This is an optimization exercise on Yosys and OpenROAD, whose aim is small area, a short achievable clock period and few clock cycles per item, not a production implementation. The RTL was checked by simulation tests, not by an equivalence proof against the original design. Power and IR drop assume default switching activity.

<file path="flow/flow/abc_lane.script">
strash
dch
map -B 0.9 -D 1500
topo
stime -c
buffer -c
upsize -c -D 1500
dnsize -c -D 1500
</file>
<file path="flow/standard.sh">
#!/bin/bash
# synth_recipe.tcl (not shown) runs the flow's synth.tcl, then flattens the netlist and writes it again
# the make line also repeats each setting of config.mk as NAME=value (left out here)
make -C /OpenROAD-flow-scripts/flow DESIGN_CONFIG=/design/flow/config.mk WORK_HOME=/design/flow/orfs CLKGATE_MAP_FILE= SYNTH_SCRIPT=/design/flow/synth_recipe.tcl "${@:-finish}"
</file>
<file path="flow/config.mk">
export PLATFORM = sky130hd
export DESIGN_NAME = vfix_unit
export DESIGN_NICKNAME = vfix_unit
export VERILOG_FILES = /design/flow/design.v
export SDC_FILE = /design/flow/constraint.sdc
export NUM_CORES = 8
export LEC_CHECK = 0
export ABC_AREA = 1
export CAP_MARGIN = 0
export CORE_MARGIN = 2
export CORE_UTILIZATION = 65
export CTS_CLUSTER_DIAMETER = 80
export CTS_CLUSTER_SIZE = 25
export SLEW_MARGIN = 0
export SYNTH_HIERARCHICAL = 1
</file>
<file path="flow/design.v">
module vfix_lane (
    input  wire        neg,       
    input  wire        rne,       
    input  wire        k15,       
    input  wire        klo,       
    input  wire [16:0] X,
    input  wire [17:0] Y,
    input  wire [16:0] A,
    output wire [17:0] v
);
    wire [18:0] Ye = {Y, 1'b0};
    reg  [8:0] one, two, nb;
    integer i;
    always @* begin
        for (i = 0; i < 9; i = i + 1) begin
            one[i] = Ye[2*i+1] ^ Ye[2*i];
            two[i] = (Ye[2*i+2] & ~Ye[2*i+1] & ~Ye[2*i]) | (~Ye[2*i+2] & Ye[2*i+1] & Ye[2*i]);
            nb[i]  = Ye[2*i+2] ^ neg;
        end
        two[8] = 1'b0;
    end
    wire [17:0] Xs = {X[16], X};
    wire [17:0] X2 = {X, 1'b0};
    wire [17:0] pp0 = ((({18{one[0]}} & Xs) | ({18{two[0]}} & X2)) ^ {18{nb[0]}}) ^ 18'h20000;
    wire [17:0] pp1 = ((({18{one[1]}} & Xs) | ({18{two[1]}} & X2)) ^ {18{nb[1]}}) ^ 18'h20000;
    wire [17:0] pp2 = ((({18{one[2]}} & Xs) | ({18{two[2]}} & X2)) ^ {18{nb[2]}}) ^ 18'h20000;
    wire [17:0] pp3 = ((({18{one[3]}} & Xs) | ({18{two[3]}} & X2)) ^ {18{nb[3]}}) ^ 18'h20000;
    wire [17:0] pp4 = ((({18{one[4]}} & Xs) | ({18{two[4]}} & X2)) ^ {18{nb[4]}}) ^ 18'h20000;
    wire [17:0] pp5 = ((({18{one[5]}} & Xs) | ({18{two[5]}} & X2)) ^ {18{nb[5]}}) ^ 18'h20000;
    wire [17:0] pp6 = ((({18{one[6]}} & Xs) | ({18{two[6]}} & X2)) ^ {18{nb[6]}}) ^ 18'h20000;
    wire [17:0] pp7 = ((({18{one[7]}} & Xs) | ({18{two[7]}} & X2)) ^ {18{nb[7]}}) ^ 18'h20000;
    wire [17:0] pp8 = ((({18{one[8]}} & Xs) | ({18{two[8]}} & X2)) ^ {18{nb[8]}}) ^ 18'h20000;
    wire cr0 = ~klo;
    wire cr15 = ~(k15 ^ klo);
    wire cr16 = ~(k15 | klo);
    wire cr17 = (k15 | klo);
    wire ks0, kc0, ks1, kc1, ks2, kc2, ks3, kc3, ks4, kc4, ks5, kc5;
    wire ks6, kc6, ks7, kc7, ks8, kc8, ks9, kc9, ks10, kc10, ks11, kc11;
    wire ks12, kc12, ks13, kc13, ks14, kc14, ks15, kc15, ks16, kc16, ks17, kc17;
    wire ks18, kc18, ks19, kc19, ks20, kc20, hs0, hc0, fs0, fc0, fs1, fc1;
    wire fs2, fc2, fs3, fc3, hs1, hc1, fs4, fc4, hs2, hc2, hs3, hc3;
    wire fs5, fc5, hs4, hc4, fs6, fc6, hs5, hc5, fs7, fc7, fs8, fc8;
    wire hs6, hc6, fs9, fc9, fs10, fc10, fs11, fc11, fs12, fc12, fs13, fc13;
    wire fs14, fc14, fs15, fc15, fs16, fc16, fs17, fc17, fs18, fc18, fs19, fc19;
    wire fs20, fc20, fs21, fc21, fs22, fc22, fs23, fc23, fs24, fc24, fs25, fc25;
    wire hs7, hc7, fs26, fc26, fs27, fc27, fs28, fc28, fs29, fc29, hs8, hc8;
    wire fs30, fc30, fs31, fc31, hs9, hc9, fs32, fc32, hs10, hc10, hs11, hc11;
    wire fs33, fc33, hs12, hc12, fs34, fc34, hs13, hc13, fs35, fc35, fs36, fc36;
    wire fs37, fc37, fs38, fc38, fs39, fc39, fs40, fc40, fs41, fc41, fs42, fc42;
    wire fs43, fc43, fs44, fc44, fs45, fc45, fs46, fc46, fs47, fc47, fs48, fc48;
    wire fs49, fc49, fs50, fc50, fs51, fc51, fs52, fc52, fs53, fc53, fs54, fc54;
    wire fs55, fc55, fs56, fc56, fs57, fc57, fs58, fc58, fs59, fc59, fs60, fc60;
    wire fs61, fc61, fs62, fc62, fs63, fc63, fs64, fc64, fs65, fc65, fs66, fc66;
    wire fs67, fc67, hs14, hc14, fs68, fc68, fs69, fc69, hs15, hc15, fs70, fc70;
    wire hs16, hc16, hs17, hc17, fs71, fc71, fs72, fc72, fs73, fc73, fs74, fc74;
    wire fs75, fc75, fs76, fc76, fs77, fc77, fs78, fc78, fs79, fc79, fs80, fc80;
    wire fs81, fc81, fs82, fc82, fs83, fc83, fs84, fc84, fs85, fc85, fs86, fc86;
    wire fs87, fc87, fs88, fc88, fs89, fc89, fs90, fc90, fs91, fc91, fs92, fc92;
    wire fs93, fc93, fs94, fc94, hs18, hc18, fs95, fc95, hs19, hc19, hs20, hc20;
    wire hs21, hc21, hs22, hc22, fs96, fc96, fs97, fc97, fs98, fc98, fs99, fc99;
    wire fs100, fc100, fs101, fc101, fs102, fc102, fs103, fc103, fs104, fc104, fs105, fc105;
    wire fs106, fc106, fs107, fc107, fs108, fc108, fs109, fc109, fs110, fc110, fs111, fc111;
    wire fs112, fc112, fs113, fc113, fs114, fc114, fs115, fc115, fs116, fc116, fs117, fc117;
    wire fs118, fc118, fs119, fc119, fs120, fc120, fs121, fc121, fs122, fc122, fs123, fc123;
    wire hs23, hc23, fs124, fc124, g0_0, p0_0, g1_1, p1_1, g2_2, p2_2, g3_3, p3_3;
    wire g4_4, p4_4, g5_5, p5_5, g6_6, p6_6, g7_7, p7_7, g8_8, p8_8, g9_9, p9_9;
    wire g10_10, p10_10, g11_11, p11_11, g12_12, p12_12, g13_13, p13_13, g14_14, p14_14, g15_15, p15_15;
    wire g16_16, p16_16, g17_17, p17_17, g18_18, p18_18, g19_19, p19_19, g20_20, p20_20, g21_21, p21_21;
    wire g22_22, p22_22, g23_23, p23_23, g24_24, p24_24, g25_25, p25_25, g26_26, p26_26, g27_27, p27_27;
    wire g28_28, p28_28, g29_29, p29_29, g30_30, p30_30, g31_31, p31_31, g32_32, p32_32, g33_33, p33_33;
    wire G34, G35, P35, G36, P36, G37, P37, G38, P38, G39, P39, G40;
    wire P40, G41, P41, G42, G43, P43, G44, P44, G45, P45, G46, G47;
    wire P47, G48, G49, G50, P50, G51, P51, G52, P52, G53, P53, G54;
    wire P54, G55, P55, G56, P56, G57, P57, G58, P58, G59, P59, G60;
    wire P60, G61, P61, G62, P62, G63, P63, G64, P64, G65, P65, G66;
    wire P66, G67, P67, G68, P68, G69, P69, G70, P70, G71, P71, G72;
    wire P72, G73, P73, G74, P74, G75, P75, G76, P76, G77, P77, G78;
    wire P78, G79, P79, G80, P80, G81, P81, G82, P82, G83, P83, G84;
    wire P84, C85, C86, C87, C88, C89, C90, C91, C92, C93, C94, C95;
    wire C96, C97, C98, C99, C100, C101, vs0, vs1, vs2, vs3, vs4, vs5;
    wire vs6, vs7, vs8, vs9, vs10, vs11, vs12, vs13, vs14, vs15, vs16, vs17;
    assign ks0 = ~(nb[1] ^ pp0[2]);
    assign kc0 = nb[1] | pp0[2];
    assign ks1 = ~(pp0[3] ^ pp1[1]);
    assign kc1 = pp0[3] | pp1[1];
    assign ks2 = ~(nb[2] ^ pp0[4]);
    assign kc2 = nb[2] | pp0[4];
    assign ks3 = ~(pp0[5] ^ pp1[3]);
    assign kc3 = pp0[5] | pp1[3];
    assign ks4 = ~(nb[3] ^ pp0[6]);
    assign kc4 = nb[3] | pp0[6];
    assign ks5 = ~(pp0[7] ^ pp1[5]);
    assign kc5 = pp0[7] | pp1[5];
    assign ks6 = ~(nb[4] ^ pp0[8]);
    assign kc6 = nb[4] | pp0[8];
    assign ks7 = ~(pp0[9] ^ pp1[7]);
    assign kc7 = pp0[9] | pp1[7];
    assign ks8 = ~(nb[5] ^ pp0[10]);
    assign kc8 = nb[5] | pp0[10];
    assign ks9 = ~(pp0[11] ^ pp1[9]);
    assign kc9 = pp0[11] | pp1[9];
    assign ks10 = ~(nb[6] ^ pp0[12]);
    assign kc10 = nb[6] | pp0[12];
    assign ks11 = ~(pp0[13] ^ pp1[11]);
    assign kc11 = pp0[13] | pp1[11];
    assign ks12 = ~(nb[7] ^ pp0[14]);
    assign kc12 = nb[7] | pp0[14];
    assign ks13 = ~(A[2] ^ pp1[16]);
    assign kc13 = A[2] | pp1[16];
    assign ks14 = ~(A[4] ^ pp2[16]);
    assign kc14 = A[4] | pp2[16];
    assign ks15 = ~(A[6] ^ pp3[16]);
    assign kc15 = A[6] | pp3[16];
    assign ks16 = ~(A[8] ^ pp4[16]);
    assign kc16 = A[8] | pp4[16];
    assign ks17 = ~(A[10] ^ pp5[16]);
    assign kc17 = A[10] | pp5[16];
    assign ks18 = ~(A[12] ^ pp6[16]);
    assign kc18 = A[12] | pp6[16];
    assign ks19 = ~(A[14] ^ pp7[16]);
    assign kc19 = A[14] | pp7[16];
    assign ks20 = ~(A[16] ^ pp8[16]);
    assign kc20 = A[16] | pp8[16];
    assign hs0 = cr15 ^ pp0[15];
    assign hc0 = cr15 & pp0[15];
    vfix_fa u_fa0 (.a(A[0]), .b(nb[8]), .ci(cr16), .s(fs0), .co(fc0));
    vfix_fa u_fa1 (.a(pp0[16]), .b(pp1[14]), .ci(pp2[12]), .s(fs1), .co(fc1));
    vfix_fa u_fa2 (.a(A[1]), .b(cr17), .ci(pp0[17]), .s(fs2), .co(fc2));
    vfix_fa u_fa3 (.a(pp1[15]), .b(pp2[13]), .ci(pp3[11]), .s(fs3), .co(fc3));
    assign hs1 = pp2[14] ^ pp3[12];
    assign hc1 = pp2[14] & pp3[12];
    vfix_fa u_fa4 (.a(A[3]), .b(pp1[17]), .ci(pp2[15]), .s(fs4), .co(fc4));
    assign hs2 = pp1[8] ^ pp2[6];
    assign hc2 = pp1[8] & pp2[6];
    assign hs3 = pp2[7] ^ pp3[5];
    assign hc3 = pp2[7] & pp3[5];
    vfix_fa u_fa5 (.a(pp1[10]), .b(pp2[8]), .ci(pp3[6]), .s(fs5), .co(fc5));
    assign hs4 = pp4[4] ^ pp5[2];
    assign hc4 = pp4[4] & pp5[2];
    vfix_fa u_fa6 (.a(pp2[9]), .b(pp3[7]), .ci(pp4[5]), .s(fs6), .co(fc6));
    assign hs5 = pp5[3] ^ pp6[1];
    assign hc5 = pp5[3] & pp6[1];
    vfix_fa u_fa7 (.a(pp1[12]), .b(pp2[10]), .ci(pp3[8]), .s(fs7), .co(fc7));
    vfix_fa u_fa8 (.a(pp4[6]), .b(pp5[4]), .ci(pp6[2]), .s(fs8), .co(fc8));
    assign hs6 = pp7[0] ^ kc11;
    assign hc6 = pp7[0] & kc11;
    vfix_fa u_fa9 (.a(pp1[13]), .b(pp2[11]), .ci(pp3[9]), .s(fs9), .co(fc9));
    vfix_fa u_fa10 (.a(pp4[7]), .b(pp5[5]), .ci(pp6[3]), .s(fs10), .co(fc10));
    vfix_fa u_fa11 (.a(pp7[1]), .b(kc12), .ci(hs0), .s(fs11), .co(fc11));
    vfix_fa u_fa12 (.a(fs0), .b(pp3[10]), .ci(pp4[8]), .s(fs12), .co(fc12));
    vfix_fa u_fa13 (.a(pp5[6]), .b(pp6[4]), .ci(pp7[2]), .s(fs13), .co(fc13));
    vfix_fa u_fa14 (.a(pp8[0]), .b(hc0), .ci(fs1), .s(fs14), .co(fc14));
    vfix_fa u_fa15 (.a(fc0), .b(pp4[9]), .ci(pp5[7]), .s(fs15), .co(fc15));
    vfix_fa u_fa16 (.a(pp6[5]), .b(pp7[3]), .ci(pp8[1]), .s(fs16), .co(fc16));
    vfix_fa u_fa17 (.a(fc1), .b(fs2), .ci(fs3), .s(fs17), .co(fc17));
    vfix_fa u_fa18 (.a(pp4[10]), .b(pp5[8]), .ci(pp6[6]), .s(fs18), .co(fc18));
    vfix_fa u_fa19 (.a(pp7[4]), .b(pp8[2]), .ci(hs1), .s(fs19), .co(fc19));
    vfix_fa u_fa20 (.a(ks13), .b(fc2), .ci(fc3), .s(fs20), .co(fc20));
    vfix_fa u_fa21 (.a(pp3[13]), .b(pp4[11]), .ci(pp5[9]), .s(fs21), .co(fc21));
    vfix_fa u_fa22 (.a(pp6[7]), .b(pp7[5]), .ci(pp8[3]), .s(fs22), .co(fc22));
    vfix_fa u_fa23 (.a(hc1), .b(kc13), .ci(fs4), .s(fs23), .co(fc23));
    vfix_fa u_fa24 (.a(pp3[14]), .b(pp4[12]), .ci(pp5[10]), .s(fs24), .co(fc24));
    vfix_fa u_fa25 (.a(pp6[8]), .b(pp7[6]), .ci(pp8[4]), .s(fs25), .co(fc25));
    assign hs7 = ks14 ^ fc4;
    assign hc7 = ks14 & fc4;
    vfix_fa u_fa26 (.a(A[5]), .b(pp2[17]), .ci(pp3[15]), .s(fs26), .co(fc26));
    vfix_fa u_fa27 (.a(pp4[13]), .b(pp5[11]), .ci(pp6[9]), .s(fs27), .co(fc27));
    vfix_fa u_fa28 (.a(pp7[7]), .b(pp8[5]), .ci(kc14), .s(fs28), .co(fc28));
    vfix_fa u_fa29 (.a(pp4[14]), .b(pp5[12]), .ci(pp6[10]), .s(fs29), .co(fc29));
    assign hs8 = pp7[8] ^ pp8[6];
    assign hc8 = pp7[8] & pp8[6];
    vfix_fa u_fa30 (.a(A[7]), .b(pp3[17]), .ci(pp4[15]), .s(fs30), .co(fc30));
    vfix_fa u_fa31 (.a(pp5[13]), .b(pp6[11]), .ci(pp7[9]), .s(fs31), .co(fc31));
    assign hs9 = pp5[14] ^ pp6[12];
    assign hc9 = pp5[14] & pp6[12];
    vfix_fa u_fa32 (.a(A[9]), .b(pp4[17]), .ci(pp5[15]), .s(fs32), .co(fc32));
    assign hs10 = pp1[4] ^ pp2[2];
    assign hc10 = pp1[4] & pp2[2];
    assign hs11 = pp2[3] ^ pp3[1];
    assign hc11 = pp2[3] & pp3[1];
    vfix_fa u_fa33 (.a(pp1[6]), .b(pp2[4]), .ci(pp3[2]), .s(fs33), .co(fc33));
    assign hs12 = pp4[0] ^ kc5;
    assign hc12 = pp4[0] & kc5;
    vfix_fa u_fa34 (.a(pp2[5]), .b(pp3[3]), .ci(pp4[1]), .s(fs34), .co(fc34));
    assign hs13 = kc6 ^ ks7;
    assign hc13 = kc6 & ks7;
    vfix_fa u_fa35 (.a(pp3[4]), .b(pp4[2]), .ci(pp5[0]), .s(fs35), .co(fc35));
    vfix_fa u_fa36 (.a(kc7), .b(hs2), .ci(ks8), .s(fs36), .co(fc36));
    vfix_fa u_fa37 (.a(pp4[3]), .b(pp5[1]), .ci(hc2), .s(fs37), .co(fc37));
    vfix_fa u_fa38 (.a(kc8), .b(hs3), .ci(ks9), .s(fs38), .co(fc38));
    vfix_fa u_fa39 (.a(pp6[0]), .b(hc3), .ci(kc9), .s(fs39), .co(fc39));
    vfix_fa u_fa40 (.a(hs4), .b(ks10), .ci(fs5), .s(fs40), .co(fc40));
    vfix_fa u_fa41 (.a(hc4), .b(kc10), .ci(hs5), .s(fs41), .co(fc41));
    vfix_fa u_fa42 (.a(ks11), .b(fc5), .ci(fs6), .s(fs42), .co(fc42));
    vfix_fa u_fa43 (.a(hc5), .b(ks12), .ci(fc6), .s(fs43), .co(fc43));
    vfix_fa u_fa44 (.a(hs6), .b(fs7), .ci(fs8), .s(fs44), .co(fc44));
    vfix_fa u_fa45 (.a(hc6), .b(fc7), .ci(fc8), .s(fs45), .co(fc45));
    vfix_fa u_fa46 (.a(fs10), .b(fs9), .ci(fs11), .s(fs46), .co(fc46));
    vfix_fa u_fa47 (.a(fc10), .b(fc9), .ci(fs12), .s(fs47), .co(fc47));
    vfix_fa u_fa48 (.a(fs13), .b(fc11), .ci(fs14), .s(fs48), .co(fc48));
    vfix_fa u_fa49 (.a(fc12), .b(fc13), .ci(fs15), .s(fs49), .co(fc49));
    vfix_fa u_fa50 (.a(fs16), .b(fc14), .ci(fs17), .s(fs50), .co(fc50));
    vfix_fa u_fa51 (.a(fc15), .b(fc16), .ci(fs18), .s(fs51), .co(fc51));
    vfix_fa u_fa52 (.a(fs19), .b(fs20), .ci(fc17), .s(fs52), .co(fc52));
    vfix_fa u_fa53 (.a(fc18), .b(fs21), .ci(fs22), .s(fs53), .co(fc53));
    vfix_fa u_fa54 (.a(fc19), .b(fc20), .ci(fs23), .s(fs54), .co(fc54));
    vfix_fa u_fa55 (.a(fc21), .b(fc22), .ci(fs24), .s(fs55), .co(fc55));
    vfix_fa u_fa56 (.a(fs25), .b(hs7), .ci(fc23), .s(fs56), .co(fc56));
    vfix_fa u_fa57 (.a(fc24), .b(fc25), .ci(fs26), .s(fs57), .co(fc57));
    vfix_fa u_fa58 (.a(fs27), .b(hc7), .ci(fs28), .s(fs58), .co(fc58));
    vfix_fa u_fa59 (.a(hs8), .b(ks15), .ci(fc26), .s(fs59), .co(fc59));
    vfix_fa u_fa60 (.a(fc27), .b(fs29), .ci(fc28), .s(fs60), .co(fc60));
    vfix_fa u_fa61 (.a(pp8[7]), .b(hc8), .ci(kc15), .s(fs61), .co(fc61));
    vfix_fa u_fa62 (.a(fc29), .b(fs30), .ci(fs31), .s(fs62), .co(fc62));
    vfix_fa u_fa63 (.a(pp7[10]), .b(pp8[8]), .ci(hs9), .s(fs63), .co(fc63));
    vfix_fa u_fa64 (.a(ks16), .b(fc30), .ci(fc31), .s(fs64), .co(fc64));
    vfix_fa u_fa65 (.a(pp6[13]), .b(pp7[11]), .ci(pp8[9]), .s(fs65), .co(fc65));
    vfix_fa u_fa66 (.a(hc9), .b(kc16), .ci(fs32), .s(fs66), .co(fc66));
    vfix_fa u_fa67 (.a(pp6[14]), .b(pp7[12]), .ci(pp8[10]), .s(fs67), .co(fc67));
    assign hs14 = ks17 ^ fc32;
    assign hc14 = ks17 & fc32;
    vfix_fa u_fa68 (.a(A[11]), .b(pp5[17]), .ci(pp6[15]), .s(fs68), .co(fc68));
    vfix_fa u_fa69 (.a(pp7[13]), .b(pp8[11]), .ci(kc17), .s(fs69), .co(fc69));
    assign hs15 = pp7[14] ^ pp8[12];
    assign hc15 = pp7[14] & pp8[12];
    vfix_fa u_fa70 (.a(A[13]), .b(pp6[17]), .ci(pp7[15]), .s(fs70), .co(fc70));
    assign hs16 = pp1[2] ^ pp2[0];
    assign hc16 = pp1[2] & pp2[0];
    assign hs17 = pp2[1] ^ kc2;
    assign hc17 = pp2[1] & kc2;
    vfix_fa u_fa71 (.a(pp3[0]), .b(kc3), .ci(hs10), .s(fs71), .co(fc71));
    vfix_fa u_fa72 (.a(hc10), .b(kc4), .ci(hs11), .s(fs72), .co(fc72));
    vfix_fa u_fa73 (.a(hc11), .b(ks6), .ci(hs12), .s(fs73), .co(fc73));
    vfix_fa u_fa74 (.a(hc12), .b(fc33), .ci(fs34), .s(fs74), .co(fc74));
    vfix_fa u_fa75 (.a(fc34), .b(hc13), .ci(fs35), .s(fs75), .co(fc75));
    vfix_fa u_fa76 (.a(fc35), .b(fs37), .ci(fc36), .s(fs76), .co(fc76));
    vfix_fa u_fa77 (.a(fc37), .b(fs39), .ci(fc38), .s(fs77), .co(fc77));
    vfix_fa u_fa78 (.a(fc39), .b(fs41), .ci(fc40), .s(fs78), .co(fc78));
    vfix_fa u_fa79 (.a(fc41), .b(fs43), .ci(fc42), .s(fs79), .co(fc79));
    vfix_fa u_fa80 (.a(fc43), .b(fs45), .ci(fc44), .s(fs80), .co(fc80));
    vfix_fa u_fa81 (.a(fc45), .b(fs47), .ci(fc46), .s(fs81), .co(fc81));
    vfix_fa u_fa82 (.a(fc47), .b(fs49), .ci(fc48), .s(fs82), .co(fc82));
    vfix_fa u_fa83 (.a(fc49), .b(fs51), .ci(fc50), .s(fs83), .co(fc83));
    vfix_fa u_fa84 (.a(fc51), .b(fs53), .ci(fc52), .s(fs84), .co(fc84));
    vfix_fa u_fa85 (.a(fc53), .b(fs55), .ci(fc54), .s(fs85), .co(fc85));
    vfix_fa u_fa86 (.a(fc55), .b(fs57), .ci(fs58), .s(fs86), .co(fc86));
    vfix_fa u_fa87 (.a(fs59), .b(fc57), .ci(fs60), .s(fs87), .co(fc87));
    vfix_fa u_fa88 (.a(fs61), .b(fc59), .ci(fs62), .s(fs88), .co(fc88));
    vfix_fa u_fa89 (.a(fc61), .b(fs63), .ci(fs64), .s(fs89), .co(fc89));
    vfix_fa u_fa90 (.a(fs65), .b(fc63), .ci(fc64), .s(fs90), .co(fc90));
    vfix_fa u_fa91 (.a(fc65), .b(fs67), .ci(hs14), .s(fs91), .co(fc91));
    vfix_fa u_fa92 (.a(fc67), .b(fs68), .ci(hc14), .s(fs92), .co(fc92));
    vfix_fa u_fa93 (.a(hs15), .b(ks18), .ci(fc68), .s(fs93), .co(fc93));
    vfix_fa u_fa94 (.a(pp8[13]), .b(hc15), .ci(kc18), .s(fs94), .co(fc94));
    assign hs18 = pp8[14] ^ ks19;
    assign hc18 = pp8[14] & ks19;
    vfix_fa u_fa95 (.a(A[15]), .b(pp7[17]), .ci(pp8[15]), .s(fs95), .co(fc95));
    assign hs19 = nb[0] ^ cr0;
    assign hc19 = nb[0] & cr0;
    assign hs20 = 1'b1 ^ pp0[1];
    assign hc20 = 1'b1 & pp0[1];
    assign hs21 = pp1[0] ^ ks0;
    assign hc21 = pp1[0] & ks0;
    assign hs22 = kc0 ^ ks1;
    assign hc22 = kc0 & ks1;
    vfix_fa u_fa96 (.a(kc1), .b(hs16), .ci(ks2), .s(fs96), .co(fc96));
    vfix_fa u_fa97 (.a(hc16), .b(ks3), .ci(hs17), .s(fs97), .co(fc97));
    vfix_fa u_fa98 (.a(ks4), .b(hc17), .ci(fs71), .s(fs98), .co(fc98));
    vfix_fa u_fa99 (.a(ks5), .b(fc71), .ci(fs72), .s(fs99), .co(fc99));
    vfix_fa u_fa100 (.a(fs33), .b(fc72), .ci(fs73), .s(fs100), .co(fc100));
    vfix_fa u_fa101 (.a(hs13), .b(fc73), .ci(fs74), .s(fs101), .co(fc101));
    vfix_fa u_fa102 (.a(fs36), .b(fc74), .ci(fs75), .s(fs102), .co(fc102));
    vfix_fa u_fa103 (.a(fs38), .b(fc75), .ci(fs76), .s(fs103), .co(fc103));
    vfix_fa u_fa104 (.a(fs40), .b(fc76), .ci(fs77), .s(fs104), .co(fc104));
    vfix_fa u_fa105 (.a(fs42), .b(fc77), .ci(fs78), .s(fs105), .co(fc105));
    vfix_fa u_fa106 (.a(fs44), .b(fc78), .ci(fs79), .s(fs106), .co(fc106));
    vfix_fa u_fa107 (.a(fs46), .b(fc79), .ci(fs80), .s(fs107), .co(fc107));
    vfix_fa u_fa108 (.a(fc80), .b(fs48), .ci(fs81), .s(fs108), .co(fc108));
    vfix_fa u_fa109 (.a(fs50), .b(fc81), .ci(fs82), .s(fs109), .co(fc109));
    vfix_fa u_fa110 (.a(fs52), .b(fc82), .ci(fs83), .s(fs110), .co(fc110));
    vfix_fa u_fa111 (.a(fs54), .b(fc83), .ci(fs84), .s(fs111), .co(fc111));
    vfix_fa u_fa112 (.a(fs56), .b(fc84), .ci(fs85), .s(fs112), .co(fc112));
    vfix_fa u_fa113 (.a(fc56), .b(fs86), .ci(fc85), .s(fs113), .co(fc113));
    vfix_fa u_fa114 (.a(fc58), .b(fc86), .ci(fs87), .s(fs114), .co(fc114));
    vfix_fa u_fa115 (.a(fc60), .b(fs88), .ci(fc87), .s(fs115), .co(fc115));
    vfix_fa u_fa116 (.a(fc62), .b(fc88), .ci(fs89), .s(fs116), .co(fc116));
    vfix_fa u_fa117 (.a(fs66), .b(fc89), .ci(fs90), .s(fs117), .co(fc117));
    vfix_fa u_fa118 (.a(fc66), .b(fs91), .ci(fc90), .s(fs118), .co(fc118));
    vfix_fa u_fa119 (.a(fs69), .b(fs92), .ci(fc91), .s(fs119), .co(fc119));
    vfix_fa u_fa120 (.a(fc69), .b(fs93), .ci(fc92), .s(fs120), .co(fc120));
    vfix_fa u_fa121 (.a(fs70), .b(fs94), .ci(fc93), .s(fs121), .co(fc121));
    vfix_fa u_fa122 (.a(fc70), .b(hs18), .ci(fc94), .s(fs122), .co(fc122));
    vfix_fa u_fa123 (.a(kc19), .b(hc18), .ci(fs95), .s(fs123), .co(fc123));
    assign hs23 = ks20 ^ fc95;
    assign hc23 = ks20 & fc95;
    vfix_fa u_fa124 (.a(A[16]), .b(pp8[17]), .ci(kc20), .s(fs124), .co(fc124));
    assign g0_0 = pp0[0] & hs19;
    assign p0_0 = pp0[0] ^ hs19;
    assign g1_1 = hc19 & hs20;
    assign p1_1 = hc19 ^ hs20;
    assign g2_2 = hc20 & hs21;
    assign p2_2 = hc20 ^ hs21;
    assign g3_3 = hc21 & hs22;
    assign p3_3 = hc21 ^ hs22;
    assign g4_4 = hc22 & fs96;
    assign p4_4 = hc22 ^ fs96;
    assign g5_5 = fc96 & fs97;
    assign p5_5 = fc96 ^ fs97;
    assign g6_6 = fc97 & fs98;
    assign p6_6 = fc97 ^ fs98;
    assign g7_7 = fc98 & fs99;
    assign p7_7 = fc98 ^ fs99;
    assign g8_8 = fc99 & fs100;
    assign p8_8 = fc99 ^ fs100;
    assign g9_9 = fc100 & fs101;
    assign p9_9 = fc100 ^ fs101;
    assign g10_10 = fc101 & fs102;
    assign p10_10 = fc101 ^ fs102;
    assign g11_11 = fc102 & fs103;
    assign p11_11 = fc102 ^ fs103;
    assign g12_12 = fc103 & fs104;
    assign p12_12 = fc103 ^ fs104;
    assign g13_13 = fc104 & fs105;
    assign p13_13 = fc104 ^ fs105;
    assign g14_14 = fc105 & fs106;
    assign p14_14 = fc105 ^ fs106;
    assign g15_15 = fc106 & fs107;
    assign p15_15 = fc106 ^ fs107;
    assign g16_16 = fc107 & fs108;
    assign p16_16 = fc107 ^ fs108;
    assign g17_17 = fc108 & fs109;
    assign p17_17 = fc108 ^ fs109;
    assign g18_18 = fc109 & fs110;
    assign p18_18 = fc109 ^ fs110;
    assign g19_19 = fc110 & fs111;
    assign p19_19 = fc110 ^ fs111;
    assign g20_20 = fc111 & fs112;
    assign p20_20 = fc111 ^ fs112;
    assign g21_21 = fc112 & fs113;
    assign p21_21 = fc112 ^ fs113;
    assign g22_22 = fc113 & fs114;
    assign p22_22 = fc113 ^ fs114;
    assign g23_23 = fc114 & fs115;
    assign p23_23 = fc114 ^ fs115;
    assign g24_24 = fc115 & fs116;
    assign p24_24 = fc115 ^ fs116;
    assign g25_25 = fc116 & fs117;
    assign p25_25 = fc116 ^ fs117;
    assign g26_26 = fc117 & fs118;
    assign p26_26 = fc117 ^ fs118;
    assign g27_27 = fc118 & fs119;
    assign p27_27 = fc118 ^ fs119;
    assign g28_28 = fc119 & fs120;
    assign p28_28 = fc119 ^ fs120;
    assign g29_29 = fc120 & fs121;
    assign p29_29 = fc120 ^ fs121;
    assign g30_30 = fc121 & fs122;
    assign p30_30 = fc121 ^ fs122;
    assign g31_31 = fc122 & fs123;
    assign p31_31 = fc122 ^ fs123;
    assign g32_32 = fc123 & hs23;
    assign p32_32 = fc123 ^ hs23;
    assign g33_33 = hc23 & fs124;
    assign p33_33 = hc23 ^ fs124;
    wire cin0 = rne ? (p16_16 ^ A[0]) : 1'b1;
    assign G34 = g0_0 | (p0_0 & cin0);
    assign G35 = g2_2 | (p2_2 & g1_1);
    assign P35 = p2_2 & p1_1;
    assign G36 = g4_4 | (p4_4 & g3_3);
    assign P36 = p4_4 & p3_3;
    assign G37 = g6_6 | (p6_6 & g5_5);
    assign P37 = p6_6 & p5_5;
    assign G38 = g8_8 | (p8_8 & g7_7);
    assign P38 = p8_8 & p7_7;
    assign G39 = g10_10 | (p10_10 & g9_9);
    assign P39 = p10_10 & p9_9;
    assign G40 = g12_12 | (p12_12 & g11_11);
    assign P40 = p12_12 & p11_11;
    assign G41 = g14_14 | (p14_14 & g13_13);
    assign P41 = p14_14 & p13_13;
    assign G42 = G35 | (P35 & G34);
    assign G43 = G37 | (P37 & G36);
    assign P43 = P37 & P36;
    assign G44 = G39 | (P39 & G38);
    assign P44 = P39 & P38;
    assign G45 = G41 | (P41 & G40);
    assign P45 = P41 & P40;
    assign G46 = G43 | (P43 & G42);
    assign G47 = G45 | (P45 & G44);
    assign P47 = P45 & P44;
    assign G48 = G47 | (P47 & G46);
    assign G49 = g15_15 | (p15_15 & G48);
    assign G50 = g17_17 | (p17_17 & g16_16);
    assign P50 = p17_17 & p16_16;
    assign G51 = g19_19 | (p19_19 & g18_18);
    assign P51 = p19_19 & p18_18;
    assign G52 = g21_21 | (p21_21 & g20_20);
    assign P52 = p21_21 & p20_20;
    assign G53 = g23_23 | (p23_23 & g22_22);
    assign P53 = p23_23 & p22_22;
    assign G54 = g25_25 | (p25_25 & g24_24);
    assign P54 = p25_25 & p24_24;
    assign G55 = g27_27 | (p27_27 & g26_26);
    assign P55 = p27_27 & p26_26;
    assign G56 = g29_29 | (p29_29 & g28_28);
    assign P56 = p29_29 & p28_28;
    assign G57 = g31_31 | (p31_31 & g30_30);
    assign P57 = p31_31 & p30_30;
    assign G58 = g33_33 | (p33_33 & g32_32);
    assign P58 = p33_33 & p32_32;
    assign G59 = g18_18 | (p18_18 & G50);
    assign P59 = p18_18 & P50;
    assign G60 = G51 | (P51 & G50);
    assign P60 = P51 & P50;
    assign G61 = g22_22 | (p22_22 & G52);
    assign P61 = p22_22 & P52;
    assign G62 = G53 | (P53 & G52);
    assign P62 = P53 & P52;
    assign G63 = g26_26 | (p26_26 & G54);
    assign P63 = p26_26 & P54;
    assign G64 = G55 | (P55 & G54);
    assign P64 = P55 & P54;
    assign G65 = g30_30 | (p30_30 & G56);
    assign P65 = p30_30 & P56;
    assign G66 = G57 | (P57 & G56);
    assign P66 = P57 & P56;
    assign G67 = g20_20 | (p20_20 & G60);
    assign P67 = p20_20 & P60;
    assign G68 = G52 | (P52 & G60);
    assign P68 = P52 & P60;
    assign G69 = G61 | (P61 & G60);
    assign P69 = P61 & P60;
    assign G70 = G62 | (P62 & G60);
    assign P70 = P62 & P60;
    assign G71 = g28_28 | (p28_28 & G64);
    assign P71 = p28_28 & P64;
    assign G72 = G56 | (P56 & G64);
    assign P72 = P56 & P64;
    assign G73 = G65 | (P65 & G64);
    assign P73 = P65 & P64;
    assign G74 = G66 | (P66 & G64);
    assign P74 = P66 & P64;
    assign G75 = g24_24 | (p24_24 & G70);
    assign P75 = p24_24 & P70;
    assign G76 = G54 | (P54 & G70);
    assign P76 = P54 & P70;
    assign G77 = G63 | (P63 & G70);
    assign P77 = P63 & P70;
    assign G78 = G64 | (P64 & G70);
    assign P78 = P64 & P70;
    assign G79 = G71 | (P71 & G70);
    assign P79 = P71 & P70;
    assign G80 = G72 | (P72 & G70);
    assign P80 = P72 & P70;
    assign G81 = G73 | (P73 & G70);
    assign P81 = P73 & P70;
    assign G82 = G74 | (P74 & G70);
    assign P82 = P74 & P70;
    assign G83 = g32_32 | (p32_32 & G82);
    assign P83 = p32_32 & P82;
    assign G84 = G58 | (P58 & G82);
    assign P84 = P58 & P82;
    assign C85 = g16_16 | (p16_16 & G49);
    assign C86 = G50 | (P50 & G49);
    assign C87 = G59 | (P59 & G49);
    assign C88 = G60 | (P60 & G49);
    assign C89 = G67 | (P67 & G49);
    assign C90 = G68 | (P68 & G49);
    assign C91 = G69 | (P69 & G49);
    assign C92 = G70 | (P70 & G49);
    assign C93 = G75 | (P75 & G49);
    assign C94 = G76 | (P76 & G49);
    assign C95 = G77 | (P77 & G49);
    assign C96 = G78 | (P78 & G49);
    assign C97 = G79 | (P79 & G49);
    assign C98 = G80 | (P80 & G49);
    assign C99 = G81 | (P81 & G49);
    assign C100 = G82 | (P82 & G49);
    assign C101 = G83 | (P83 & G49);
    vfix_xor2 u_vs0 (.a(p16_16), .b(G49), .y(vs0));
    vfix_xor2 u_vs1 (.a(p17_17), .b(C85), .y(vs1));
    vfix_xor2 u_vs2 (.a(p18_18), .b(C86), .y(vs2));
    vfix_xor2 u_vs3 (.a(p19_19), .b(C87), .y(vs3));
    vfix_xor2 u_vs4 (.a(p20_20), .b(C88), .y(vs4));
    vfix_xor2 u_vs5 (.a(p21_21), .b(C89), .y(vs5));
    vfix_xor2 u_vs6 (.a(p22_22), .b(C90), .y(vs6));
    vfix_xor2 u_vs7 (.a(p23_23), .b(C91), .y(vs7));
    vfix_xor2 u_vs8 (.a(p24_24), .b(C92), .y(vs8));
    vfix_xor2 u_vs9 (.a(p25_25), .b(C93), .y(vs9));
    vfix_xor2 u_vs10 (.a(p26_26), .b(C94), .y(vs10));
    vfix_xor2 u_vs11 (.a(p27_27), .b(C95), .y(vs11));
    vfix_xor2 u_vs12 (.a(p28_28), .b(C96), .y(vs12));
    vfix_xor2 u_vs13 (.a(p29_29), .b(C97), .y(vs13));
    vfix_xor2 u_vs14 (.a(p30_30), .b(C98), .y(vs14));
    vfix_xor2 u_vs15 (.a(p31_31), .b(C99), .y(vs15));
    vfix_xor2 u_vs16 (.a(p32_32), .b(C100), .y(vs16));
    vfix_xor2 u_vs17 (.a(p33_33), .b(C101), .y(vs17));
    assign v = {vs17, vs16, vs15, vs14, vs13, vs12, vs11, vs10, vs9, vs8, vs7, vs6, vs5, vs4, vs3, vs2, vs1, vs0};
endmodule
module vfix_fa (
    input  wire a,
    input  wire b,
    input  wire ci,
    output wire s,
    output wire co
);
    assign s  = a ^ b ^ ci;
    assign co = (a & b) | (a & ci) | (b & ci);
endmodule
module vfix_xor2 (
    input  wire a,
    input  wire b,
    output wire y
);
    assign y = a ^ b;
endmodule
module vfix_xnor2 (
    input  wire a,
    input  wire b,
    output wire y
);
    assign y = ~(a ^ b);
endmodule
module vfix_unit #(
    parameter LANES = 4
) (
    input  wire                  clk,
    input  wire                  rst,
    input  wire                  in_valid,
    output wire                  in_ready,
    input  wire [2:0]            in_func,
    input  wire                  in_type,
    input  wire [1:0]            in_rnd,
    input  wire                  in_zero,
    input  wire [LANES-1:0]      in_pred,
    input  wire [16*LANES-1:0]   in_a,
    input  wire [16*LANES-1:0]   in_b,
    input  wire [16*LANES-1:0]   in_c,
    input  wire [16*LANES-1:0]   in_d,
    output reg                   out_valid,
    output reg  [16*LANES-1:0]   out_d,
    output reg                   out_sat
);
    assign in_ready = 1'b1;
    wire f_fma  = (in_func == 3'd1);
    wire f_fms  = (in_func == 3'd2);
    wire f_lerp = (in_func == 3'd3);
    wire f_add  = (in_func == 3'd4);
    wire f_sub  = (in_func == 3'd5);
    wire f_rsh  = (in_func == 3'd6);
    wire f_conv = (in_func == 3'd7);
    wire f_pow2 = in_func[2];            
    wire typ    = in_type;
    wire a_sgn  = f_conv ? typ : ~typ;   
    wire neg    = f_fms | f_sub;         
    wire k15 = f_fms ? (in_rnd != 2'd0) : (in_rnd != 2'd1);
    wire klo = f_fms & ~in_rnd[1];
    wire [17*LANES-1:0] bma_all;
    genvar gl;
    generate
        for (gl = 0; gl < LANES; gl = gl + 1) begin : g_sub
            wire [15:0] sa = in_a[16*gl +: 16];
            wire [15:0] sb = in_b[16*gl +: 16];
            wire [15:0] sg = sb & ~sa;
            wire [15:0] sx, bm;
            wire sg0_1, sg0_3, sp0_3, sg0_5, sp0_5, sg0_7, sp0_7, sg0_9, sp0_9, sg0_11;
            wire sp0_11, sg0_13, sp0_13, sg0_15, sp0_15, sg1_2, sp1_2, sg1_3, sp1_3, sg1_6;
            wire sp1_6, sg1_7, sp1_7, sg1_10, sp1_10, sg1_11, sp1_11, sg1_14, sp1_14, sg1_15;
            wire sp1_15, sg2_4, sp2_4, sg2_5, sp2_5, sg2_6, sp2_6, sg2_7, sp2_7, sg2_12;
            wire sp2_12, sg2_13, sp2_13, sg2_14, sp2_14, sg2_15, sp2_15, sg3_8, sp3_8, sg3_9;
            wire sp3_9, sg3_10, sp3_10, sg3_11, sp3_11, sg3_12, sp3_12, sg3_13, sp3_13, sg3_14;
            wire sp3_14, sg3_15, sp3_15, sg4_16, sp4_16;
            assign sg0_1 = sg[0] | (~sx[0] & 1'b1);
            assign sg0_3 = sg[2] | (~sx[2] & sg[1]);
            assign sp0_3 = ~sx[2] & ~sx[1];
            assign sg0_5 = sg[4] | (~sx[4] & sg[3]);
            assign sp0_5 = ~sx[4] & ~sx[3];
            assign sg0_7 = sg[6] | (~sx[6] & sg[5]);
            assign sp0_7 = ~sx[6] & ~sx[5];
            assign sg0_9 = sg[8] | (~sx[8] & sg[7]);
            assign sp0_9 = ~sx[8] & ~sx[7];
            assign sg0_11 = sg[10] | (~sx[10] & sg[9]);
            assign sp0_11 = ~sx[10] & ~sx[9];
            assign sg0_13 = sg[12] | (~sx[12] & sg[11]);
            assign sp0_13 = ~sx[12] & ~sx[11];
            assign sg0_15 = sg[14] | (~sx[14] & sg[13]);
            assign sp0_15 = ~sx[14] & ~sx[13];
            assign sg1_2 = sg[1] | (~sx[1] & sg0_1);
            assign sp1_2 = ~sx[1] & 1'b0;
            assign sg1_3 = sg0_3 | (sp0_3 & sg0_1);
            assign sp1_3 = sp0_3 & 1'b0;
            assign sg1_6 = sg[5] | (~sx[5] & sg0_5);
            assign sp1_6 = ~sx[5] & sp0_5;
            assign sg1_7 = sg0_7 | (sp0_7 & sg0_5);
            assign sp1_7 = sp0_7 & sp0_5;
            assign sg1_10 = sg[9] | (~sx[9] & sg0_9);
            assign sp1_10 = ~sx[9] & sp0_9;
            assign sg1_11 = sg0_11 | (sp0_11 & sg0_9);
            assign sp1_11 = sp0_11 & sp0_9;
            assign sg1_14 = sg[13] | (~sx[13] & sg0_13);
            assign sp1_14 = ~sx[13] & sp0_13;
            assign sg1_15 = sg0_15 | (sp0_15 & sg0_13);
            assign sp1_15 = sp0_15 & sp0_13;
            assign sg2_4 = sg[3] | (~sx[3] & sg1_3);
            assign sp2_4 = ~sx[3] & sp1_3;
            assign sg2_5 = sg0_5 | (sp0_5 & sg1_3);
            assign sp2_5 = sp0_5 & sp1_3;
            assign sg2_6 = sg1_6 | (sp1_6 & sg1_3);
            assign sp2_6 = sp1_6 & sp1_3;
            assign sg2_7 = sg1_7 | (sp1_7 & sg1_3);
            assign sp2_7 = sp1_7 & sp1_3;
            assign sg2_12 = sg[11] | (~sx[11] & sg1_11);
            assign sp2_12 = ~sx[11] & sp1_11;
            assign sg2_13 = sg0_13 | (sp0_13 & sg1_11);
            assign sp2_13 = sp0_13 & sp1_11;
            assign sg2_14 = sg1_14 | (sp1_14 & sg1_11);
            assign sp2_14 = sp1_14 & sp1_11;
            assign sg2_15 = sg1_15 | (sp1_15 & sg1_11);
            assign sp2_15 = sp1_15 & sp1_11;
            assign sg3_8 = sg[7] | (~sx[7] & sg2_7);
            assign sp3_8 = ~sx[7] & sp2_7;
            assign sg3_9 = sg0_9 | (sp0_9 & sg2_7);
            assign sp3_9 = sp0_9 & sp2_7;
            assign sg3_10 = sg1_10 | (sp1_10 & sg2_7);
            assign sp3_10 = sp1_10 & sp2_7;
            assign sg3_11 = sg1_11 | (sp1_11 & sg2_7);
            assign sp3_11 = sp1_11 & sp2_7;
            assign sg3_12 = sg2_12 | (sp2_12 & sg2_7);
            assign sp3_12 = sp2_12 & sp2_7;
            assign sg3_13 = sg2_13 | (sp2_13 & sg2_7);
            assign sp3_13 = sp2_13 & sp2_7;
            assign sg3_14 = sg2_14 | (sp2_14 & sg2_7);
            assign sp3_14 = sp2_14 & sp2_7;
            assign sg3_15 = sg2_15 | (sp2_15 & sg2_7);
            assign sp3_15 = sp2_15 & sp2_7;
            assign sg4_16 = sg[15] | (~sx[15] & sg3_15);
            assign sp4_16 = ~sx[15] & sp3_15;
            assign sx[0] = sa[0] ^ sb[0];
            vfix_xnor2 u_s0 (.a(sx[0]), .b(1'b1), .y(bm[0]));
            assign sx[1] = sa[1] ^ sb[1];
            vfix_xnor2 u_s1 (.a(sx[1]), .b(sg0_1), .y(bm[1]));
            assign sx[2] = sa[2] ^ sb[2];
            vfix_xnor2 u_s2 (.a(sx[2]), .b(sg1_2), .y(bm[2]));
            assign sx[3] = sa[3] ^ sb[3];
            vfix_xnor2 u_s3 (.a(sx[3]), .b(sg1_3), .y(bm[3]));
            assign sx[4] = sa[4] ^ sb[4];
            vfix_xnor2 u_s4 (.a(sx[4]), .b(sg2_4), .y(bm[4]));
            assign sx[5] = sa[5] ^ sb[5];
            vfix_xnor2 u_s5 (.a(sx[5]), .b(sg2_5), .y(bm[5]));
            assign sx[6] = sa[6] ^ sb[6];
            vfix_xnor2 u_s6 (.a(sx[6]), .b(sg2_6), .y(bm[6]));
            assign sx[7] = sa[7] ^ sb[7];
            vfix_xnor2 u_s7 (.a(sx[7]), .b(sg2_7), .y(bm[7]));
            assign sx[8] = sa[8] ^ sb[8];
            vfix_xnor2 u_s8 (.a(sx[8]), .b(sg3_8), .y(bm[8]));
            assign sx[9] = sa[9] ^ sb[9];
            vfix_xnor2 u_s9 (.a(sx[9]), .b(sg3_9), .y(bm[9]));
            assign sx[10] = sa[10] ^ sb[10];
            vfix_xnor2 u_s10 (.a(sx[10]), .b(sg3_10), .y(bm[10]));
            assign sx[11] = sa[11] ^ sb[11];
            vfix_xnor2 u_s11 (.a(sx[11]), .b(sg3_11), .y(bm[11]));
            assign sx[12] = sa[12] ^ sb[12];
            vfix_xnor2 u_s12 (.a(sx[12]), .b(sg3_12), .y(bm[12]));
            assign sx[13] = sa[13] ^ sb[13];
            vfix_xnor2 u_s13 (.a(sx[13]), .b(sg3_13), .y(bm[13]));
            assign sx[14] = sa[14] ^ sb[14];
            vfix_xnor2 u_s14 (.a(sx[14]), .b(sg3_14), .y(bm[14]));
            assign sx[15] = sa[15] ^ sb[15];
            vfix_xnor2 u_s15 (.a(sx[15]), .b(sg3_15), .y(bm[15]));
            assign bma_all[17*gl +: 17] = {~sg4_16, bm};
        end
    endgenerate
    reg [17*LANES-1:0] p_x, p_a;
    reg [18*LANES-1:0] p_y;
    reg [15:0] a, b, c, d, a16;
    reg [16:0] bma;
    reg [17:0] yp, y;
    reg [18:0] ye;
    reg        pr, sx_lerp, sx_b, sx_a, sa_d, sa_c, sa_a, sy_c, sy_b, sy_b2, sy_p;
    integer l, j;
    always @* begin
        for (l = 0; l < LANES; l = l + 1) begin
            a  = in_a[16*l +: 16];
            b  = in_b[16*l +: 16];
            c  = in_c[16*l +: 16];
            d  = in_d[16*l +: 16];
            pr = in_pred[l];
            bma = bma_all[17*l +: 17];
            sx_lerp = pr & f_lerp;
            sx_b    = pr & (f_sub | f_add);
            sx_a    = pr & ~f_lerp & ~f_sub & ~f_add;
            p_x[17*l +: 17] = ({17{sx_lerp}} & bma)
                            | ({17{sx_b}}    & {~typ & b[15], b})
                            | ({17{sx_a}}    & {a_sgn & a[15], a});
            sa_d = ~pr & ~in_zero;
            sa_c = pr & (f_fma | f_fms);
            sa_a = pr & (f_lerp | f_add | f_sub | (f_conv & typ));
            a16  = ({16{sa_d}} & d) | ({16{sa_c}} & c) | ({16{sa_a}} & a);
            p_a[17*l +: 17] = {a16[15] & (~typ | (pr & f_conv)), a16};
            sy_c  = pr & f_lerp;
            sy_b  = pr & ~f_pow2 & ~f_lerp & typ;
            sy_b2 = pr & ~f_pow2 & ~f_lerp & ~typ;
            sy_p  = pr & f_pow2;
            for (j = 0; j < 18; j = j + 1)
                yp[j] = f_rsh ? (b[3:0] == 16 - j)
                              : ((f_conv & ~typ) ? (j == 15) : (j == 16));
            y = ({18{sy_c}} & {2'b00, c}) | ({18{sy_b}} & {2'b00, b})
              | ({18{sy_b2}} & {b[15], b, 1'b0}) | ({18{sy_p}} & yp);
            p_y[18*l +: 18] = y;
        end
    end
    reg                 s1_valid;
    reg                 s1_typ, s1_rne, s1_k15, s1_klo;
    reg [LANES-1:0]     s1_neg;
    reg [17*LANES-1:0]  s1_x, s1_a;
    reg [18*LANES-1:0]  s1_y;
    always @(posedge clk) begin
        if (rst)
            s1_valid <= 1'b0;
        else
            s1_valid <= in_valid;
        s1_neg <= {LANES{neg}} & in_pred;    
        s1_typ <= typ;
        s1_rne <= in_rnd[1];
        s1_k15 <= k15;
        s1_klo <= klo;
        s1_x   <= p_x;
        s1_y   <= p_y;
        s1_a   <= p_a;
    end
    wire [18*LANES-1:0] lane_v;
    genvar i;
    generate
        for (i = 0; i < LANES; i = i + 1) begin : g_lane
            vfix_lane u_lane (
                .neg (s1_neg[i]),
                .rne (s1_rne),
                .k15 (s1_k15),
                .klo (s1_klo),
                .X   (s1_x[17*i +: 17]),
                .Y   (s1_y[18*i +: 18]),
                .A   (s1_a[17*i +: 17]),
                .v   (lane_v[18*i +: 18])
            );
        end
    endgenerate
    reg                 s2_valid;
    reg                 s2_typ;
    reg [18*LANES-1:0]  s2_v;
    always @(posedge clk) begin
        if (rst)
            s2_valid <= 1'b0;
        else
            s2_valid <= s1_valid;
        s2_typ <= s1_typ;
        s2_v   <= lane_v;
    end
    reg [16*LANES-1:0] res;
    reg                sat;
    reg [17:0]         v;
    reg                ovf;
    integer q;
    always @* begin
        sat = 1'b0;
        for (q = 0; q < LANES; q = q + 1) begin
            v   = s2_v[18*q +: 18];
            ovf = s2_typ ? (v[17] | v[16]) : ~((v[17] == v[16]) & (v[16] == v[15]));
            sat = sat | ovf;
            if (!ovf)
                res[16*q +: 16] = v[15:0];
            else if (s2_typ)
                res[16*q +: 16] = {16{~v[17]}};
            else
                res[16*q +: 16] = {v[17], {15{~v[17]}}};
        end
    end
    always @(posedge clk) begin
        if (rst)
            out_valid <= 1'b0;
        else
            out_valid <= s2_valid;
        out_d   <= res;
        out_sat <= sat;
    end
endmodule
</file>
<file path="flow/flow/run.sh">
#!/bin/bash
# Synthesis: the standard synthesis script (synth_recipe.tcl), except that
# ABC maps the lane modules with a delay target (flow/abc_lane.script), so
# that it recovers area there instead of mapping for the least delay; the
# top module gets its own (flow/abc_top.script). Then the standard layout
# steps, with buf_2 cells as the port buffers; the layout's timing repair
# aims at a setup slack of MARGIN ns (the clock period and constraints are
# unchanged) on the worst endpoints, and may resize cells across
# footprints.
set -euo pipefail
MARGIN=19
W=$PWD
cat > $W/own_synth.tcl <<EOC
proc abc {args} {
  set i [lsearch \$args -script]
  set lane_args \$args
  lset lane_args [expr {\$i + 1}] $W/flow/abc_lane.script
  yosys abc {*}\$lane_args vfix_lane vfix_fa vfix_xor2 vfix_xnor2
  set top_args \$args
  lset top_args [expr {\$i + 1}] $W/flow/abc_top.script
  yosys abc {*}\$top_args vfix_unit
}
source $W/synth_recipe.tcl
EOC
bash standard.sh SYNTH_SCRIPT=$W/own_synth.tcl synth > synth.log 2>&1
bash standard.sh SYNTH_SCRIPT=$W/own_synth.tcl "BUFFER_PORTS_ARGS=-buffer_cell sky130_fd_sc_hd__buf_2" \
    SETUP_SLACK_MARGIN=$MARGIN TNS_END_PERCENT=5 MATCH_CELL_FOOTPRINT=0 finish > layout.log 2>&1
</file>
<file path="flow/constraint.sdc">
create_clock -name core_clock -period 25.0 [get_ports {clk}]
set_input_delay 5.0000 -clock core_clock [delete_from_list [all_inputs] [get_ports {clk}]]
set_output_delay 5.0000 -clock core_clock [all_outputs]
set_load 0.01 [all_outputs]
</file>
<file path="flow/flow/abc_top.script">
strash
dch
map -B 0.9 -D 1200
topo
stime -c
buffer -c
upsize -c -D 1200
dnsize -c -D 1200
</file>
==> results of run 1 <==
what timing repair did:
item | in CTS | in global routing
setup endpoints to repair | 338 | 337
gates resized for setup | 73 | 63
gates cloned | 4 | 1
pin swaps | 4 | 3
buffers inserted | 23 | 12
sequential cells by signal, indices dropped and copies added, names as in the netlist:
signal     cells
out_d         64
s1_a          68
s1_rne         1
s1_neg         4
s1_k15         1
s1_y          72
out_valid      1
s1_valid       1
s2_typ         1
s1_typ         1
s1_klo         1
out_sat        1
s2_v          72
s2_valid       1
s1_x          68
Yosys stat by module, one instance, submodules excluded:
| module | cells | copies in the design | cell area, sq um | flip-flops and latches |
|---|---|---|---|---|
| vfix_fa | 1 | 500 | 20.0 | 0 |
| vfix_lane | 761 | 4 | 4900 | 0 |
| vfix_unit | 1958 | 1 | 15000 | 357 |
| vfix_xnor2 | 1 | 64 | 8.76 | 0 |
| vfix_xor2 | 1 | 72 | 8.76 | 0 |
worst max-delay path by stage:
stage                        to  slack, ps              start  cells past startpoint
2_1_floorplan  s1_x[10]$_DFF_P_      18750            in_b[2]                     10
3_3_place_gp   s1_y[33]$_DFF_P_      17890         in_func[2]                      7
3_5_place_dp   s1_y[47]$_DFF_P_      17820         in_func[2]                     10
4_1_cts         s1_y[6]$_DFF_P_      18860         in_func[2]                      6
5_1_grt        s1_x[27]$_DFF_P_      18830           in_b[16]                     14
6_report              out_d[14]      18890  out_d[14]$_DFF_P_                      1
metrics by stage:
stage / utilization, % / power [mW]
finish: 71.1 / 7.56
detailed placement: 68.5 / 6.99
global route: 71.1 / 8.50
CTS: 70.6 / 7.51
global placement: 68.5 / 6.80
floorplan: - / 6.90
synth_stat cells (all sizes together), types with 28 or more instances:
master	n
dfxtp	357
ha	382
o21ai	67
buf	141
o211ai	82
o221ai	28
a21oi	213
nand3	120
inv	813
xnor2	108
fa	500
clkbuf	163
nor2	221
xor2	720
nand2	1046
o22ai	549
final cells by class:
| cell class | count | area [sq um] |
|---|---|---|
| repair inverters | 5 | 37.5 |
| well taps | 940 | 1180 |
| diodes | 12 | 30.0 |
| multi-input cells | 4159 | 34900 |
| repair buffers | 414 | 2330 |
| inverters | 822 | 3200 |
| fillers | 5793 | 20200 |
| clock inverters | 14 | 250 |
| clock buffers | 28 | 636 |
| flip-flops and latches | 357 | 7170 |
logic make-up after synthesis:
family,after synthesis
and+or+nand+nor,1425
buffers and inverters,1126
AOI/OAI and AO/OA,1019
adders and majority gates,882
xor gates and xnor gates,828
DFF,357
other,1
power by group through the flow:
| stage | Clock [mW] | Sequential, mW | Combinational (mW) |
|---|---|---|---|
| 4_1_cts | 0.462 | 0.894 | 6.15 |
| 3_3_place_gp | 0 | 0.904 | 5.90 |
| 6_report | 0.459 | 0.896 | 6.20 |
| 5_1_grt | 0.481 | 0.907 | 7.11 |
| 2_1_floorplan | 0 | 0.912 | 5.99 |
| 3_5_place_dp | 0 | 0.905 | 6.08 |
layer usage:
metal	track usage [%]	up-vias	routed length, um
met5	0	-	101
met4	16.6	16	7070
met3	7.72	432	15100
met2	62.7	2270	64600
met1	50.2	19100	55000
li1	-	18500	-
==> out/qor_table.md, run 1 <==
| Quantity | Value | Unit |
|:---|:---|:---|
| Detailed placement HPWL | 112 | mm |
| Layout cell share with drive strength beyond 1 | 11.8 | % |
| YS warnings | 8 | - |
| Worst Setup Start Kind | flip-flop | - |
| Transition time at the pin with the least slew margin | 1070 | ps |
| Fraction of synthesis flops using an asynchronous set or reset pin | 0 | % |
| Mapped Avg Cell Area | 8.12 | sq um |
| Die span in x | 269 | um |
| Bufs and invs on worst path | 1 | - |
| Min Tclk post-route | 6110 | ps |
| Xor and xnor fraction of the mapped netlist area | 15.9 | % |
| Fraction of synthesized area in multiplexers | 0 | % |
| Average wire length per cell after detail routing | 21.0 | um |
| Synth cell types | 40 | - |
| Cells along the critical path | buf_2 | - |
| Number of clock sinks | 357 | - |
| Commonest cells after routing, fill and taps aside | nand2_1 (1006), inv_1 (745), xor2_1 (719) | - |
| Clock tree from TritonCTS | yes | - |
| Smallest setup slack after layout | 18890 | ps |
| Fraction of power consumed by sequential logic | 11.9 | % |
| Compound-cell area share of the yosys netlist | 13.8 | % |
| Synthesis-stage register bit count | 357 | - |
| Iter 0 DRT Violations | 3906 | - |
| Core region area | 69900 | sq um |
| Standby leakage power | 25.4 | nW |
| Count of mapped cells out of synthesis | 5638 | - |
| Maximum number of pins on one net before global-route repair | 35 | - |
| Placed Cells | 6657 | - |
| Final setup fails | 0 | - |
| Vias per cell | 5.98 | - |
| Maxcap violations | 0 | - |
| Crit Path Category | reg2out | - |
| Largest vdd supply drop | 0.265 | mV |
| Area of the mapped netlist | 45800 | sq um |
| DRC violation count after routing | 0 | - |
| CTS hold repair buffers | 0 | - |
| Area share of the largest cell type after synthesis | 21.9 | % |
| Setup slack of the most critical reg-to-reg path | 19100 | ps |
| GP Congestion | 0.966 | - |
| Max Fanout on Critical Path | 1 | - |
| Inserted Clock Buffers | 24 | - |
| Clock-pin slew on the worst setup and hold paths | 90 | ps |
| Final setup TNS | 0 | ps |
| Clock latency on the worst-skew pair | 620 | ps |
| Final Hold Viols | 0 | - |
| Master cell of the clock root buffer | clkbuf_16 | - |
| Post-synth top area cell | fa_1 | - |
| Worst Hold Class | reg2reg | - |
| Reported net switching power | 4.04 | mW |
| Reg-to-reg critical path startpoint | s1_neg[0]$_DFF_P_ | - |
| Final Cycle Share | 24.5 | % |
| Switching part of the total | 53.5 | % |
| Remaining number of nets flagged by the antenna check after routing | 0 | - |
| First-pass GRT wire length | 223 | mm |
| RSZ-0062 raised after global routing | yes | - |
| Worst hold path depth | 0 | - |
| P_int | 3.51 | mW |
| Slowest cell delay on critical path | 380 | ps |
| Endpoint with the worst hold slack | s2_typ$_DFF_P_ | - |
| Hold path startpoint | s1_typ$_DFF_P_ | - |
| Placement Cell Area | 47900 | sq um |
| Number of nets at the end of the flow | 6935 | - |
| Clock skew | 28.5 | ps |
| WP data arrival | 1110 | ps |
| Simple logic cell fraction of the synthesized area | 12.2 | % |
| Floorplan row count | 97 | - |
| Vert. Die Dim | 269 | um |
| Part of the Yosys area used for sequential elements | 15.6 | % |
| Initial core utilization | 65.5 | % |
| Clk pwr share | 6.1 | % |
| Critical R2R Capture | s2_v[16]$_DFF_P_ | - |
| Maximum operating frequency | 0.164 | GHz |
| Total gr overflow | 0 | - |
| GRT Resource Usage Total | 38.6 | % |
| Area share of fa/ha/maj cells after synthesis | 32.3 | % |
| Relative area change from synthesis to final layout | 8.60 | % |
| Setup Slack @ Placement | 17820 | ps |
| Number of iterations in the first detailed-routing pass | 5 | - |
| Post-synth EDFFs | 0 | - |
| Maximum level of the CTS H-tree | 1 | - |
| Via total after detailed routing | 40.4k | - |
| Final Non-Filler Cells | 6751 | - |
| Relative slew slack | 28.2 | % |
| Buffers from clock root to sink, at most | 3 | - |
| Die area | 72600 | sq um |
| Ports placed on the boundary | 337 | - |
| Family with the most delay on the worst path | flip-flops | - |
| Antenna violations before repair | 21 | - |
| Dominant register cell in the synthesized netlist | dfxtp_1 | - |
| Largest family of logic cells by synthesized area | adder cells | - |
| Status | complete, no violations | - |
| Post-route worst hold slack | 351 | ps |
| Leading post-synthesis cells by cell area | fa_1 (22%), dfxtp_1 (16%), xor2_1 (14%) | - |
| Power density of the placed cells | 152 | nW/um^2 |
| Final wirelength | 142 | mm |
| Reg2reg path depth | 25 | - |
| Final number of max-transition violations | 0 | - |
| Crit. End Element | output pin | - |
| Vias in the first global route | 40.3k | - |
| I/O Buffers | 335 | - |
| CP max-delay cell | dfxtp_2 | - |
| Most common cell after layout, fill and taps aside | nand2_1 | - |
| Logic pwr share | 82.1 | % |
| Final design area excluding fillers | 49700 | sq um |
| Required time of the critical path | 20000 | ps |
Testbench counts, summed over its fixed seeds: cycles 16,024, items 16,000.
==> run 2, diff against run 1 <==
==> flow/flow/abc_lane.script (replaced) <==
strash
dch
map -B 0.9 -D 2000
topo
stime -c
buffer -c
upsize -c -D 2000
dnsize -c -D 2000
==> flow/flow/abc_top.script (replaced) <==
strash
dch
map -B 0.9 -D 1500
topo
stime -c
buffer -c
upsize -c -D 1500
dnsize -c -D 1500
==> out/qor_table.md, run 2 <==
| Quantity | Value | Unit | Change |
|:---|:---|:---|:---|
| Final setup TNS | 0 | ps | unchanged |
| Area share of the largest cell type after synthesis | 22.0 | % | +0.14 points |
| Part of the Yosys area used for sequential elements | 15.7 | % | +0.10 points |
| Detailed placement HPWL | 115 | mm | +2.9% |
| Area of the mapped netlist | 45500 | sq um | -0.65% |
| Total power | 7.74 | mW | +2.5% |
| Worst hold path depth | 0 | - | unchanged |
| Number of nets at the end of the flow | 6925 | - | -0.14% |
| Most common cell after layout, fill and taps aside | nand2_1 | - |  |
| Die span in x | 269 | um | -0.32% |
| Cells along the critical path | buf_6 | - |  |
| Mapped Avg Cell Area | 8.13 | sq um | about the same |
| Cell depth of the worst setup path | 1 | - | unchanged |
| Synth cell types | 39 | - | -2.5% |
| Leading post-synthesis cells by cell area | fa_1 (22%), dfxtp_1 (16%), xor2_1 (14%) | - |  |
| Core region area | 68900 | sq um | -1.4% |
| Status | complete, no violations | - |  |
| Final wirelength | 147 | mm | +3.3% |
| Final Hold Viols | 0 | - | unchanged |
| Family with the most delay on the worst path | flip-flops | - |  |
| Via total after detailed routing | 41.0k | - | +1.5% |
| Count of mapped cells out of synthesis | 5597 | - | -0.73% |
| GP Congestion | 1.01 | - | +4.4% |
| Worst Hold Class | reg2reg | - |  |
| Initial core utilization | 66.0 | % | +0.48 points |
| Fraction of synthesis flops using an asynchronous set or reset pin | 0 | % | unchanged |
| Slowest cell delay on critical path | 380 | ps | about the same |
| Power density of the placed cells | 155 | nW/um^2 | +2.1% |
| Synthesis-stage register bit count | 357 | - | unchanged |
| Clock skew | 24.4 | ps | -4.06 ps |
| Bufs and invs on worst path | 1 | - | unchanged |
| Clock latency on the worst-skew pair | 630 | ps | about the same |
| Leading cell types by count after synthesis | nand2_1 (1016), inv_1 (762), xor2_1 (720) | - |  |
| Layout cell share with drive strength beyond 1 | 12.5 | % | +0.71 points |
| Maximum level of the CTS H-tree | 1 | - | unchanged |
| Inserted Clock Buffers | 24 | - | unchanged |
| Largest vdd supply drop | 0.190 | mV | -29% |
| WP data arrival | 1100 | ps | about the same |
| Vias per cell | 6.09 | - | +1.9% |
| Maximum number of pins on one net before global-route repair | 26 | - | -26% |
| Vert. Die Dim | 269 | um | -0.32% |
| GRT Resource Usage Total | 39.9 | % | +1.3 points |
| Post-synth top area cell | fa_1 | - |  |
| Floorplan row count | 96 | - | -1.0% |
| Relative area change from synthesis to final layout | 9.74 | % |  |
| Maximum operating frequency | 0.164 | GHz | +0.24% |
| Dominant register cell in the synthesized netlist | dfxtp_1 | - |  |
| First-pass GRT wire length | 224 | mm | +0.39% |
| Antenna violations before repair | 13 | - | -38% |
| Vias in the first global route | 40.1k | - | -0.72% |
| Transition time at the pin with the least slew margin | 1150 | ps | +74.4 ps |
| Max Fanout on Critical Path | 1 | - | unchanged |
| Buffers from clock root to sink, at most | 3 | - | unchanged |
| Required time of the critical path | 20000 | ps | about the same |
| Total gr overflow | 0 | - | unchanged |
| RSZ-0062 raised after global routing | yes | - |  |
| Final number of max-transition violations | 0 | - | unchanged |
| Relative slew slack | 22.9 | % | -5.4 points |
| Commonest cells after routing, fill and taps aside | nand2_1 (969), inv_1 (724), xor2_1 (720) | - |  |
| Standby leakage power | 25.3 | nW | about the same |
| Average wire length per cell after detail routing | 21.8 | um | +3.7% |
| Reg2reg path depth | 24 | - | -4.0% |
| Die area | 72100 | sq um | -0.64% |
| Ports placed on the boundary | 337 | - | unchanged |
| Maxcap violations | 0 | - | unchanged |
| Registers with the highest flip-flop counts | s1_y: 72 flops, s2_v: 72 flops | - |  |
| Post-synth EDFFs | 0 | - | unchanged |
| Final setup fails | 0 | - | unchanged |
| CTS hold repair buffers | 0 | - | unchanged |
| Crit Path Category | reg2out | - |  |
| Master cell of the clock root buffer | clkbuf_16 | - |  |
| Worst Setup Start Kind | flip-flop | - |  |
| Number of iterations in the first detailed-routing pass | 7 | - | +2 |
| Final Cycle Share | 24.4 | % | -0.059 points |
| Crit. End Element | output pin | - |  |
| Most instantiated library cell after synthesis | nand2_1 | - |  |
| Number of clock sinks | 357 | - | unchanged |
| Iter 0 DRT Violations | 4219 | - | +8.0% |
| # fillers | 5602 | - | -3.3% |
| YS warnings | 8 | - | unchanged |
| Remaining number of nets flagged by the antenna check after routing | 0 | - | unchanged |
| Post-route worst hold slack | 319 | ps | -32.3 ps |
| Min Tclk post-route | 6100 | ps | -14.8 ps |
| I/O Buffers | 335 | - | unchanged |
| Clock tree from TritonCTS | yes | - |  |
| DRC violation count after routing | 0 | - | unchanged |
| Clock-pin slew on the worst setup and hold paths | 90 | ps | about the same |
| CP max-delay cell | dfxtp_2 | - |  |
-- run 2: final cells by class --
class | count | area [sq um] | share of cell area [%]
Antenna cell | 6 | 15.0 | 0.0301
Sequential cell | 357 | 7170 | 14.4
Inverter | 799 | 3110 | 6.23
Timing Repair Buffer | 440 | 2600 | 5.22
Multi-Input combinational cell | 4145 | 34900 | 70.0
Clock inverter | 14 | 205 | 0.411
Timing Repair inverter | 6 | 45.0 | 0.0903
Clock buffer | 29 | 661 | 1.32
Tap cell | 931 | 1160 | 2.33
-- run 2: final timing paths --
path                      from               end  slack (ps)
max          out_d[47]$_DFF_P_         out_d[47]       18900
min             s1_typ$_DFF_P_    s2_typ$_DFF_P_         320
max reg2reg  s1_neg[3]$_DFF_P_  s2_v[65]$_DFF_P_       19200
min reg2reg     s1_typ$_DFF_P_    s2_typ$_DFF_P_         320
-- run 2: stage by stage --
stage | area, sq um | setup WS [ps] | util, % | instances
2_1_floorplan | 45900 | 18730 | - | 5601
3_3_place_gp | 47800 | 17380 | 69.3 | 6621
3_5_place_dp | 47800 | 17350 | 69.3 | 6621
4_1_cts | 49200 | 18870 | 71.4 | 6690
5_1_grt | 49900 | 18860 | 72.4 | 6722
6_report | 49900 | 18900 | 72.4 | 6727
-- run 2: what timing repair did --
action	in CTS	in global routing
cloned	5	1
gates resized for setup	84	111
setup endpoints to repair	341	335
pin swaps	5	10
setup buffers	21	30
-- run 2: modules after synthesis (local to each module, per instance) --
module,flip-flops and latches,cells inside
vfix_xnor2,0,1
vfix_xor2,0,1
vfix_fa,0,1
vfix_lane,0,761
vfix_unit,357,1917
-- run 2: metal layers --
layer / GRT usage [%] / wire length, um
met5: 0 / 57
met4: 18.5 / 7880
met3: 9.38 / 16900
met2: 65.5 / 67400
met1: 49.9 / 54400
-- run 2: cells by family after synthesis --
family / count (synthesis) / synth area share, %
simple gates: 1411 / 12.2
buf+inv: 1099 / 9.71
compound gates: 1022 / 14.0
fa+ha+maj: 882 / 32.5
xor+xnor: 825 / 15.9
flops: 357 / 15.7
other cells: 1 / 0.00825
-- run 2: power by group --
group	leakage, nW	internal, mW	switching (mW)
sequential	2.98	0.825	0.0665
clock	0.426	0.213	0.245
combinational	21.9	2.52	3.87

Check on run 2: ideal ports give 18.900 ns setup slack; a clkbuf_16 on the clock port and buf_2 on the inputs give 18.831 ns; moving port delays by the midpoint clock arrival (0.678 ns) as well gives 18.262 ns.
